This design comes from an exercise in tuning for small area, a short achievable clock period and few clock cycles per item on the open sky130 flow, not from production work. In this exercise RTL edits were held to simulation tests only and were not proved equivalent to the original. Power figures rest on the tool's default switching activity, not on a simulated workload.

==> flow/design.v <==
module oz_outer_fill (
    input  wire        clk,
    input  wire        rst,         
    input  wire        in_valid,
    output wire        in_ready,
    input  wire [7:0]  in_data,
    input  wire        in_erase,
    output reg         out_valid,
    output reg         out_fail,
    output reg  [2:0]  out_cnt,     
    output reg  [23:0] out_pos,     
    output reg  [31:0] out_val      
);
    function automatic [7:0] gf_mul(input [7:0] a, input [7:0] b);
        reg [7:0] p;
        reg [7:0] x;
        integer   k;
        begin
            p = 8'h00;
            x = a;
            for (k = 0; k < 8; k = k + 1) begin
                if (b[k])
                    p = p ^ x;
                x = {x[6:0], 1'b0} ^ (x[7] ? 8'h1D : 8'h00);
            end
            gf_mul = p;
        end
    endfunction
    function automatic [7:0] gf_sq(input [7:0] a);
        gf_sq = gf_mul(a, a);
    endfunction
    function automatic [7:0] gf_inv(input [7:0] a);
        reg [7:0] sq;
        reg [7:0] acc;
        integer   k;
        begin
            sq  = gf_sq(a);
            acc = sq;
            for (k = 0; k < 6; k = k + 1) begin
                sq  = gf_sq(sq);
                acc = gf_mul(acc, sq);
            end
            gf_inv = acc;
        end
    endfunction
    localparam [7:0] ALPHA      = 8'h02;
    localparam [7:0] ALPHA_INV  = 8'h8E;   
    localparam [7:0] ALPHA_63   = 8'hA1;   
    localparam [7:0] ALPHA_M63  = 8'h82;   
    localparam [2:0] ST_RECV   = 3'd0,
                     ST_LAMBDA = 3'd1,
                     ST_OMEGA  = 3'd2,
                     ST_EVAL   = 3'd3,
                     ST_DIV    = 3'd4,
                     ST_CHECK  = 3'd5;
    reg  [2:0] state;
    reg  [5:0] idx;           
    reg  [2:0] nerr;          
    reg  [1:0] j;             
    reg  [7:0] xpow;          
    reg  [7:0] xipow;         
    reg  [7:0] syn [0:3];     
    reg  [7:0] xl  [0:3];     
    reg  [7:0] xil [0:3];     
    reg  [5:0] pos [0:3];     
    reg  [7:0] lam [1:3];     
    reg  [7:0] om  [0:3];     
    reg  [7:0] val [0:3];     
    reg  [7:0] num;           
    reg  [7:0] den;           
    assign in_ready = (state == ST_RECV);
    wire       accept = in_valid && in_ready;
    wire [7:0] sym    = in_erase ? 8'h00 : in_data;
    wire       first  = (idx == 6'd0);
    wire [7:0] om0 = syn[0];
    wire [7:0] om1 = syn[1] ^ gf_mul(syn[0], lam[1]);
    wire [7:0] om2 = syn[2] ^ gf_mul(syn[1], lam[1]) ^ gf_mul(syn[0], lam[2]);
    wire [7:0] om3 = syn[3] ^ gf_mul(syn[2], lam[1]) ^ gf_mul(syn[1], lam[2])
                            ^ gf_mul(syn[0], lam[3]);
    wire [7:0] xi      = xil[j];
    wire [7:0] om_eval = gf_mul(gf_mul(gf_mul(om[3], xi) ^ om[2], xi) ^ om[1], xi) ^ om[0];
    wire [7:0] dl_eval = lam[1] ^ gf_mul(lam[3], gf_sq(xi));
    wire [7:0] v_new = gf_mul(gf_mul(xl[j], num), gf_inv(den));
    reg [31:0] resid;         
    reg [7:0]  xm;
    reg        check_bad;
    integer    m, e;
    always @(*) begin
        resid = {syn[3], syn[2], syn[1], syn[0]};
        xm    = 8'h01;
        for (e = 0; e < 4; e = e + 1) begin
            if (e < nerr) begin
                xm = 8'h01;
                for (m = 0; m < 4; m = m + 1) begin
                    resid[8*m +: 8] = resid[8*m +: 8] ^ gf_mul(val[e], xm);
                    xm = gf_mul(xm, xl[e]);
                end
            end
        end
        check_bad = 1'b0;
        for (m = 0; m < 4; m = m + 1)
            if (m >= nerr && resid[8*m +: 8] != 8'h00)
                check_bad = 1'b1;
    end
    integer k;
    always @(posedge clk) begin
        if (rst) begin
            state     <= ST_RECV;
            idx       <= 6'd0;
            nerr      <= 3'd0;
            j         <= 2'd0;
            out_valid <= 1'b0;
        end else begin
            out_valid <= 1'b0;
            case (state)
                ST_RECV: begin
                    if (accept) begin
                        syn[0] <= (first ? 8'h00 : syn[0]) ^ sym;
                        syn[1] <= (first ? 8'h00 : gf_mul(syn[1], ALPHA)) ^ sym;
                        syn[2] <= (first ? 8'h00 : gf_mul(syn[2], 8'h04)) ^ sym;
                        syn[3] <= (first ? 8'h00 : gf_mul(syn[3], 8'h08)) ^ sym;
                        if (in_erase) begin
                            if (first) begin
                                xl[0]  <= ALPHA_63;
                                xil[0] <= ALPHA_M63;
                                pos[0] <= 6'd0;
                            end else if (nerr < 3'd4) begin
                                xl[nerr[1:0]]  <= xpow;
                                xil[nerr[1:0]] <= xipow;
                                pos[nerr[1:0]] <= idx;
                            end
                        end
                        if (first) begin
                            nerr  <= {2'b00, in_erase};
                            xpow  <= gf_mul(ALPHA_63, ALPHA_INV);
                            xipow <= gf_mul(ALPHA_M63, ALPHA);
                        end else begin
                            if (in_erase && nerr != 3'd5)
                                nerr <= nerr + 3'd1;
                            xpow  <= gf_mul(xpow, ALPHA_INV);
                            xipow <= gf_mul(xipow, ALPHA);
                        end
                        idx <= idx + 6'd1;
                        if (idx == 6'd63) begin
                            state  <= ST_LAMBDA;
                            j      <= 2'd0;
                            lam[1] <= 8'h00;
                            lam[2] <= 8'h00;
                            lam[3] <= 8'h00;
                        end
                    end
                end
                ST_LAMBDA: begin
                    if (nerr == 3'd0 || nerr > 3'd4) begin
                        out_valid <= 1'b1;
                        out_fail  <= (nerr != 3'd0);
                        out_cnt   <= 3'd0;
                        state     <= ST_RECV;
                    end else begin
                        lam[1] <= lam[1] ^ xl[j];
                        lam[2] <= lam[2] ^ gf_mul(xl[j], lam[1]);
                        lam[3] <= lam[3] ^ gf_mul(xl[j], lam[2]);
                        if ({1'b0, j} == nerr - 3'd1) begin
                            state <= ST_OMEGA;
                            j     <= 2'd0;
                        end else begin
                            j <= j + 2'd1;
                        end
                    end
                end
                ST_OMEGA: begin
                    om[0] <= om0;
                    om[1] <= (nerr > 3'd1) ? om1 : 8'h00;
                    om[2] <= (nerr > 3'd2) ? om2 : 8'h00;
                    om[3] <= (nerr > 3'd3) ? om3 : 8'h00;
                    state <= ST_EVAL;
                end
                ST_EVAL: begin
                    num   <= om_eval;
                    den   <= dl_eval;
                    state <= ST_DIV;
                end
                ST_DIV: begin
                    val[j] <= v_new;
                    if ({1'b0, j} == nerr - 3'd1) begin
                        state <= ST_CHECK;
                    end else begin
                        j     <= j + 2'd1;
                        state <= ST_EVAL;
                    end
                end
                ST_CHECK: begin
                    out_valid <= 1'b1;
                    out_fail  <= check_bad;
                    out_cnt   <= nerr;
                    for (k = 0; k < 4; k = k + 1) begin
                        out_pos[6*k +: 6] <= pos[k];
                        out_val[8*k +: 8] <= val[k];
                    end
                    state <= ST_RECV;
                end
                default: state <= ST_RECV;
            endcase
        end
    end
endmodule
==> flow/run.sh <==
#!/bin/bash
# synth_recipe.tcl (not shown) runs the flow's synth.tcl, then flattens the netlist and writes it again
# the make line also repeats each setting of config.mk as NAME=value (left out here)
make -C /OpenROAD-flow-scripts/flow DESIGN_CONFIG=/design/flow/config.mk WORK_HOME=/design/flow/orfs CLKGATE_MAP_FILE= SYNTH_SCRIPT=/design/flow/synth_recipe.tcl finish
==> flow/config.mk <==
export PLATFORM = sky130hd
export DESIGN_NAME = oz_outer_fill
export DESIGN_NICKNAME = oz_outer_fill
export VERILOG_FILES = /design/flow/design.v
export SDC_FILE = /design/flow/constraint.sdc
export NUM_CORES = 4
export LEC_CHECK = 0
export CAP_MARGIN = 20
export CORE_MARGIN = 2
export CORE_UTILIZATION = 40
export SLEW_MARGIN = 20
==> flow/constraint.sdc <==
create_clock -name core_clock -period 15.0 [get_ports {clk}]
set_input_delay 3.0000 -clock core_clock [delete_from_list [all_inputs] [get_ports {clk}]]
set_output_delay 3.0000 -clock core_clock [all_outputs]
set_load 0.01 [all_outputs]
==> notes.md <==
[cell families after synthesis]
kind of cell    count (synthesis)
compound gates               1116
xor+xnor                     2822
fa+ha+maj                      33
buf+inv                       694
flops                         317
mux                           143
simple gates                 3000
[worst min-delay path by stage]
| stage | startpoint | endpoint | slack (ns) | cells past startpoint |
|---|---|---|---|---|
| floorplan | pos[0][0] | out_pos[0] | 0.40 | 0 |
| global placement | pos[1][3] | out_pos[9] | 0.40 | 0 |
| detailed placement | pos[0][1] | out_pos[1] | 0.40 | 0 |
| CTS | pos[0][3] | out_pos[3] | 0.41 | 0 |
| global route | pos[0][4] | out_pos[4] | 0.42 | 0 |
| finish | pos[2][5] | out_pos[17] | 0.41 | 0 |
[cell type report]
type,count,share of cell area
diodes,1,0.0000373
flip-flops and latches,317,0.139
multi-input cells,7116,0.740
repair buffers,504,0.0601
clock buffers,45,0.0142
inverters,86,0.00487
clock inverters,20,0.00319
well taps,2030,0.0379
[report_power, final]
group	internal, mW	switching, mW	leakage (nW)
registers	1.09	0.0251	3.00
logic	1.17	1.54	19.7
clock network	0.497	0.403	0.573
total	2.75	1.97	23.3
[per-stage QoR]
stage                     utilization  TNS, ns  hold WS [ns]
after floorplan                     -        0         0.400
after global routing            0.442   -0.576         0.423
after detailed placement        0.426    -8.52         0.405
after CTS                       0.435        0         0.415
final                           0.442        0         0.413
after global placement          0.426    -4.42         0.402
[metal layers]
metal / wire (um) / track usage
met5: 0 / 0
met3: 16600 / 0.0265
met4: 7110 / 0.0863
met2: 91600 / 0.399
met1: 90600 / 0.361
[cell usage in the layout (no fill, tap or decap), types with 73 or more instances in the layout]
cell type	Yosys	final
a21oi_1	275	268
a22oi_1	129	129
buf_4	21	425
clkdlybuf4s50_1	0	73
edfxtp_1	300	300
mux2i_1	86	85
nand2_1	1745	1745
nand2b_1	82	82
nand3_1	92	92
nor2_1	701	697
nor3_1	109	106
o21ai_0	347	343
xnor2_1	2071	2030
xnor3_1	100	82
xor2_1	553	541
[state kept, by name, indices dropped and copies added (netlist names), 6 cells and up, named ones only]
name     count
den          8
idx          6
lam         24
num          8
om          32
out_pos     24
out_val     32
pos         24
syn         32
val         32
xil         32
xipow        8
xl          32
xpow         8
[timing repair]
action / in CTS / in global routing
gates cloned: 0 / 2
buffers inserted: 3 / 74
pin swaps: 2 / 33
gates resized for setup: 10 / 79
setup endpoints to repair: 32 / 32
==> flow_summary_export.csv <==
group,metric,value,unit
global_route,grt_max_degree,51,
power,power_leakage,23.3,nW
setup_path,slowest_stage,"xnor2_1",
power,finalPower,4.72,mW
timing,maximum_clock_frequency,0.0694,GHz
detailed_routing,routed_wirelength,206000,um
global_route,global_route.overflow_total,0,
setup_path,timing.critical_path.to,"val[2][7]",
die,die_h,394,um
die,die_w,394,um
setup_path,crit-reg2reg-capture,"val[2][7]",
setup_path,critPathTopFamily,"XOR/XNOR gates",
setup_path,critical_path_buf_inv_count,7,
yosys,number_of_library_cell_types_mapped_by_synthesis,103,
detailed_routing,detail_route.drc_violations,0,
final_layout,final_cell_area,67000,sq um
yosys,syn_nets,8170,
global_route,number_of_antenna_violations_at_the_first_check_in_global_routing,3,
final_layout,post_layout_nonfiller_instances,10100,
detailed_routing,dr.pass1.iters,6,
clock_tree,tritoncts,"built",
run_status,status,"no timing/DRC/antenna violations",
setup_path,worst_case_reg_to_reg_path_depth,56,
detailed_routing,number_of_antenna_violating_nets_in_the_routed_design,0,
detailed_routing,detailroute.via_count,55500,
clock_tree,cts_made_buffers,36,
yosys,synthXorXnorAreaFrac,0.449,
yosys,synth-main-ff-cell,"edfxtp_1",
power,power_density,70.5,nW/um^2
timing,drv_slew,0,
yosys,synthAdderAreaFrac,0.00678,
place,globalplace.congestion,0.962,
detailed_routing,drt_iter0_drc,5653,
job,drv_cap,0,
place,hpwlAfterDp,146000,um
yosys,yosysSeqAreaShare,0.153,
yosys,yosys-mux-area-fraction,0.0260,
timing,final_count_of_negative_setup_slack_endpoints,0,
die,initial_utilization,0.402,
clock_tree,htree_num_levels,2,
place,placement.cell_area,64600,sq um
clock_tree,clkLatencyLatePin,0.59,ns
clock_tree,ctsLongestPathBuffers,3,
timing,worst_tran_pin_value,1.17,ns
final_layout,layout-drive-gt1-share,0.0962,
yosys,netlist_instances,8125,
final_layout,num-nets-final,8106,
timing,layout_worst_path_cycle_share,0.961,
setup_path,crit_start,"den[7]",
die,row_count,143,
final_layout,fillCellCount,15300,
final_layout,area.sequential,9350,sq um
yosys,synthArstFlopShare,0,
timing,timing.final.crit_period,14.41,ns
clock_tree,hold_buffers,0,
yosys,largest_family_of_logic_cells_by_synthesized_area,"XOR/XNOR gates",
yosys,synth_top_cells_by_count,"xnor2_1, nand2_1, nor2_1",
yosys,synthesis.yosys.warnings,4,
setup_path,path_class,"register to register",
setup_path,endpoint_kind,"register",
clock_tree,cts-root-buf,"clkbuf_16",
yosys,synth.avg_cell_area,7.50,sq um
yosys,yosysMostFrequentCell,"xnor2_1",
place,pre_cts_ws,-0.401,ns
setup_path,critPathLaunchType,"register",
global_route,grt_first_pass_wirelength,316000,um
setup_path,worstReg2RegStart,"den[7]",
yosys,synthDominantCellAreaShare,0.298,
clock_tree,clk_transition_reported_paths,0.06,ns
die,core-area,152000,sq um
yosys,synth_edf_count,300,
final_layout,area.growth.synth_to_final,10.1,%
setup_path,critical_path_most_common_cell,"xnor3_1",
timing,final_hold_viol_count,0,
setup_path,worstPathArrival,14.77,ns
place,portBuffers,73,
final_layout,multi_input_area,49600,sq um
timing,final.setup_skew,0.0279,ns
setup_path,cp.required,15.36,ns
setup_path,path_depth,56,
global_route,globalRouteTotalUtil,0.254,
detailed_routing,routed_wire_length_per_instance,20.3,um
timing,postLayoutSetupSlackWorst,0.590,ns
die,ios,74,
yosys,synth_compound_area_frac,0.115,
yosys,synth.cell_area,60900,sq um
global_route,first_global_vias,51400,
yosys,ys_ff_latch,317,
yosys,synth.largest_area_cell,"xnor2_1",
detailed_routing,via_per_inst,5.49,
setup_path,timing.critical_path.fanout_max,8,
worst_hold_path,hp-class,"register to register",
setup_path,worst-r2r-setup-slack,0.59,ns
yosys,synth.top_cells.by_area,"xnor2_1, edfxtp_1, nand2_1, xor2_1, nor2_1",
place,cell_count_post_placement,9973,
yosys,synth_simple_gate_area_frac,0.205,
die,die-area,155000,sq um
power,worst_ir_drop_vdd,0.000139,V
setup_path,cp_slowest_stage_delay,0.59,ns
timing,timing.slew.headroom,0.220,
clock_tree,clock_sink_total,317,
Testbench counts, summed over its fixed seeds: cycles 167,602, items 2,400.

==> port drivers added, routing unchanged <==
Ports are ideal in the flow. The routed layout listed here was re-timed in OpenROAD.
Step 1 assumes that a clkbuf_16 drives the clock port and a buf_2 every other input.
Step 2 adds t to the input delays and takes it off the output delays; t is the mean of the earliest and latest rising clock arrival at the registers after step 1. Input paths then give back, and output paths get back, about the clock's delay inside the block.
a / b / c = ideal / step 1 / step 2; a / b = the first two.
shift t [ns]: 0.665
setup slack, ns: 0.590 / 0.590 / 0.590
worst setup path at the end: register to register
clock arrival spread, ns: 0.029 / 0.029
After both steps this run still meets setup and hold. The setup slack of this run moves by 0.000 ns with the drivers and by 0.000 ns with both steps.
